What follows belongs to an exercise in optimizing a design on an open flow for small area and a short achievable clock period; a production flow would make more cautious choices. At most, simulation tests tie the RTL to the original design; equivalence was not proved. Power and IR drop assume default switching activity.

Setup of oak:
// chan_decim
module chan_decim (
    input  wire        clk,
    input  wire        rst,         
    input  wire        bit_valid,
    input  wire        bit_in,
    output wire        out_valid,
    output wire [39:0] out_v
);
For scale: ~5600 cells after synthesis, about 1900 flip-flops, about 66000 um2 of cells after synthesis.
export LEC_CHECK = 0
export ABC_CLOCK_PERIOD_IN_PS = 3500
export CAP_MARGIN = 20
export CORE_MARGIN = 2
export CORE_UTILIZATION = 40
export CTS_BUF_LIST = sky130_fd_sc_hd__clkbuf_4 sky130_fd_sc_hd__clkbuf_8
export SLEW_MARGIN = 20
create_clock -name core_clock -period 12.0 [get_ports {clk}]
run.sh (not shown) runs the stock make flow with config.mk's settings and CLKGATE_MAP_FILE= SYNTH_SCRIPT=/design/flow/synth_recipe.tcl, a recipe that flattens the netlist after the stock synthesis.
### oak -> pine
Settings: ABC_CLOCK_PERIOD_IN_PS: 3500 -> unset; CORE_UTILIZATION: 40 -> 65.
==> run summary <==
- Comparing area of all placed cells without fillers for pine and oak, the smaller number came from pine.
- After synthesis and placement, the instance count of pine is below that of oak.
- [pine vs oak] share of the clock period used by the worst path: lower in pine
Setup changes, pine to birch
Settings: CTS_BUF_LIST no longer set, was sky130_fd_sc_hd__clkbuf_4 sky130_fd_sc_hd__clkbuf_8; CORE_UTILIZATION now 40, was 65.
==> comparison <==
- birch vs. pine: average wire per cell in the routed design saw a decrease; final area up 1100 um2; setup slack saw a decrease; worst slew margin relative to its limit picked up an extra 4.4 points; maximum number of pins on one net before global-route repair went down by 1.2%.
- Global-route usage over all layers delta for birch relative to pine: 10 points lower
- Insertion delay to the later sink of the worst-skew pair on birch is down relative to pine.
- On data arrival time of the worst path, the higher figure sits with pine, not birch.
- Re setup-violating endpoint count in the final report: no difference whatsoever between birch and pine.
- On non-clock buffer count in the final layout: between pine and birch, it ends up higher for birch.
- Routed wire length on birch is behind pine.

chan_decim, a different RTL version from the one above (not shown whole).
Size: ~5,000 cells after synthesis, about 1,900 flip-flops, roughly 45 I/O pins, about 0.062 sq mm of cells after synthesis.
==> flow/config.mk <==
export PLATFORM = sky130hd
export DESIGN_NAME = chan_decim
export DESIGN_NICKNAME = chan_decim
export VERILOG_FILES = /design/flow/design.v
export SDC_FILE = /design/flow/constraint.sdc
export NUM_CORES = 4
export LEC_CHECK = 0
export CAP_MARGIN = 20
export CORE_MARGIN = 2
export CORE_UTILIZATION = 55
export CTS_CLUSTER_DIAMETER = 60
export CTS_CLUSTER_SIZE = 24
export SLEW_MARGIN = 20
==> flow/constraint.sdc <==
create_clock -name core_clock -period 12.0 [get_ports {clk}]
set_input_delay 2.4000 -clock core_clock [delete_from_list [all_inputs] [get_ports {clk}]]
set_output_delay 2.4000 -clock core_clock [all_outputs]
set_load 0.01 [all_outputs]
Edit:
==> flow/flow/run.sh (new file) <==
#!/bin/bash
# Standard layout (the standard.sh, standard synthesis unchanged) with
# timing repair aimed at a setup slack margin, so the resizer also works on
# paths that already meet the 12 ns clock. Output goes to flow_make.log.
set -euo pipefail
export SETUP_SLACK_MARGIN=8.3
bash standard.sh > flow_make.log 2>&1
==> flow/standard.sh (new file) <==
#!/bin/bash
# synth_recipe.tcl (not shown) runs the flow's synth.tcl, then flattens the netlist and writes it again
# the make line also repeats each setting of config.mk as NAME=value (left out here)
make -C /OpenROAD-flow-scripts/flow DESIGN_CONFIG=/design/flow/config.mk WORK_HOME=/design/flow/orfs CLKGATE_MAP_FILE= SYNTH_SCRIPT=/design/flow/synth_recipe.tcl "${@:-finish}"
removed: flow/run.sh
Result: The changed run went through all stages and came out clean. Non-clock buffer count came out higher by 86. Clock skew came out higher by 0.021 ns. Core utilization came out higher by 1.9 points. Global-route usage came out higher by 0.56 points. Clock-buffer cell count came out higher by 3. Total power came out higher by 1.3%. Maximum frequency came out higher by 21%. Routed wire length came out higher by 4.9%. Area after synthesis stays the same.
Edit:
--- a/flow/flow/run.sh
+++ b/flow/flow/run.sh
@@ -5,3 +5,3 @@
 set -euo pipefail
-export SETUP_SLACK_MARGIN=8.3
+export SETUP_SLACK_MARGIN=7.8
 bash standard.sh > flow_make.log 2>&1
=>
- sequential share of layout area rises by 1.2 points
- sequential cell count is unchanged
- maximum frequency decreases by 7.2%
- hold slack improves by 0.022 ns
- design area goes down by 2.5%
- setup slack gets worse by 0.30 ns
- wire length goes down by 4.4%
- global-route usage falls by 0.51 points
- first-iteration DRC count drops by 14%
No run of this note included a check of the RTL's function; only the layout flow was run.

run 1:
Another version of the RTL of chan_decim (not shown whole).
Size: ~4500 cells after synthesis, roughly 45 I/O pins, about 0.060 sq mm of cells after synthesis.
Settings: LEC_CHECK=0, CAP_MARGIN=20, CORE_MARGIN=2, CORE_UTILIZATION=72, CTS_CLUSTER_DIAMETER=60, CTS_CLUSTER_SIZE=24, SLEW_MARGIN=20; clock period 12.0 ns.
standard.sh (not shown) runs the stock make flow with config.mk's settings and CLKGATE_MAP_FILE= SYNTH_SCRIPT=/design/flow/synth_recipe.tcl, a recipe that flattens the netlist after the stock synthesis.
==> flow/flow/run.sh <==
#!/bin/bash
# Standard layout (the standard.sh, standard synthesis unchanged) with
# timing repair aimed at a setup slack margin, so the resizer also works on
# paths that already meet the 12 ns clock. Output goes to flow_make.log.
set -euo pipefail
export SETUP_SLACK_MARGIN=8.3
bash standard.sh > flow_make.log 2>&1
The following lists how run 2 was set up differently from run 1:
- CORE_UTILIZATION changed from 72 to 70
==> flow/flow/run.sh <==
#!/bin/bash
# Standard layout (the standard.sh, standard synthesis unchanged) with
# timing repair aimed at a setup slack margin, so the resizer also works on
# paths that already meet the 12 ns clock, and with buf_4 port buffers.
# Output goes to flow_make.log; each tool also logs under orfs/logs.
set -euo pipefail
export SETUP_SLACK_MARGIN=8.3
export BUFFER_PORTS_ARGS="-buffer_cell sky130_fd_sc_hd__buf_4"
bash standard.sh > flow_make.log 2>&1
Findings:
- After synthesis and placement, the instance count of run 2 is above that of run 1.
- Diff run 1 and run 2: routed wire length lower in run 2
- Compared with run 1, in run 2 post-placement cell count went up, final area comparable, number of buffers inserted during clock tree synthesis moved up, final clock period utilization by the worst path went down by 0.24 points.
- Delta(share of layout cells above drive strength 1, run 2 - run 1) < 0
- Between run 1 and run 2, the initial antenna violation count is lower for run 1.
The following lists how run 3 was set up differently from run 2:
==> flow/flow/run.sh <==
#!/bin/bash
# Standard layout (the standard.sh, standard synthesis unchanged) with
# timing repair aimed at a setup slack margin, so the resizer also works on
# paths that already meet the 12 ns clock. Output goes to flow_make.log.
set -euo pipefail
export SETUP_SLACK_MARGIN=8.6
bash standard.sh > flow_make.log 2>&1
Notes after the runs:
- In the metrics for run 2 and run 3, the one carrying the lower register-to-register slack is run 2.
- Compared run 3 vs run 2, and final standard cell count with taps included and fillers excluded is up in run 3.
- met3 wirelength from detailed routing for run 3 is higher than for run 2.
- Total via count after detailed routing: run 3 higher than run 2
- Run 2 -> run 3: well tap count delta 0, exact match
Relative to run 3, the following input files were edited for run 4:
- GPL_ROUTABILITY_DRIVEN newly set to 0
--- a/flow/flow/run.sh
+++ b/flow/flow/run.sh
@@ -4,4 +4,4 @@
 # paths that already meet the 12 ns clock. Output goes to flow_make.log.
 set -euo pipefail
-export SETUP_SLACK_MARGIN=8.6
+export SETUP_SLACK_MARGIN=8.3
 bash standard.sh > flow_make.log 2>&1
The final reports for run 4 and run 3 show combinational power lower in the former.
Run 3 -> run 4: count of clock-buffer cells in the layout delta 0, exact match
Compared with run 3, run 4 has less setup slack.
Going from run 3 to run 4, number of top-level pins neither gained nor lost much, area growth from synthesis to layout went down 2.4 points.

==> static timing again, ports no longer ideal <==
How much do the figures lean on ideal ports? The routed layouts below were timed once more, with nothing changed but the port constraints.
Step 1: set_driving_cell puts a clkbuf_16 on clk and a buf_2 on each other input, an assumption about the parent block.
Step 2 times the ports against the registers' clock, not the clock port: input delays grow and output delays shrink by t, the midpoint of the rising clock arrivals with the driver on.
Three values: ideal ports, drivers, drivers and shift; two values: the first two.
run	shift t [ns]	setup WS [ns]	slew at the worst register clock pin (ns)
oak	1.031	6.962 / 6.962 / 6.962	0.10 / 0.10
pine	0.978	6.991 / 6.991 / 6.991	0.08 / 0.08
birch	0.859	6.902 / 6.902 / 6.902	0.07 / 0.07
the first run of note 2	0.791	7.335 / 7.335 / 7.335	0.09 / 0.09
the second run of note 2	0.798	8.159 / 8.159 / 8.159	0.09 / 0.09
the third run of note 2	0.792	7.862 / 7.815 / 7.862	0.09 / 0.09
run 1	0.745	8.340 / 8.272 / 8.390	0.09 / 0.09
run 2	0.758	8.368 / 8.302 / 8.388	0.09 / 0.09
run 3	0.766	8.407 / 8.336 / 8.424	0.10 / 0.10
run 4	0.756	8.355 / 8.285 / 8.405	0.10 / 0.10
After both steps every run listed still meets setup and hold.
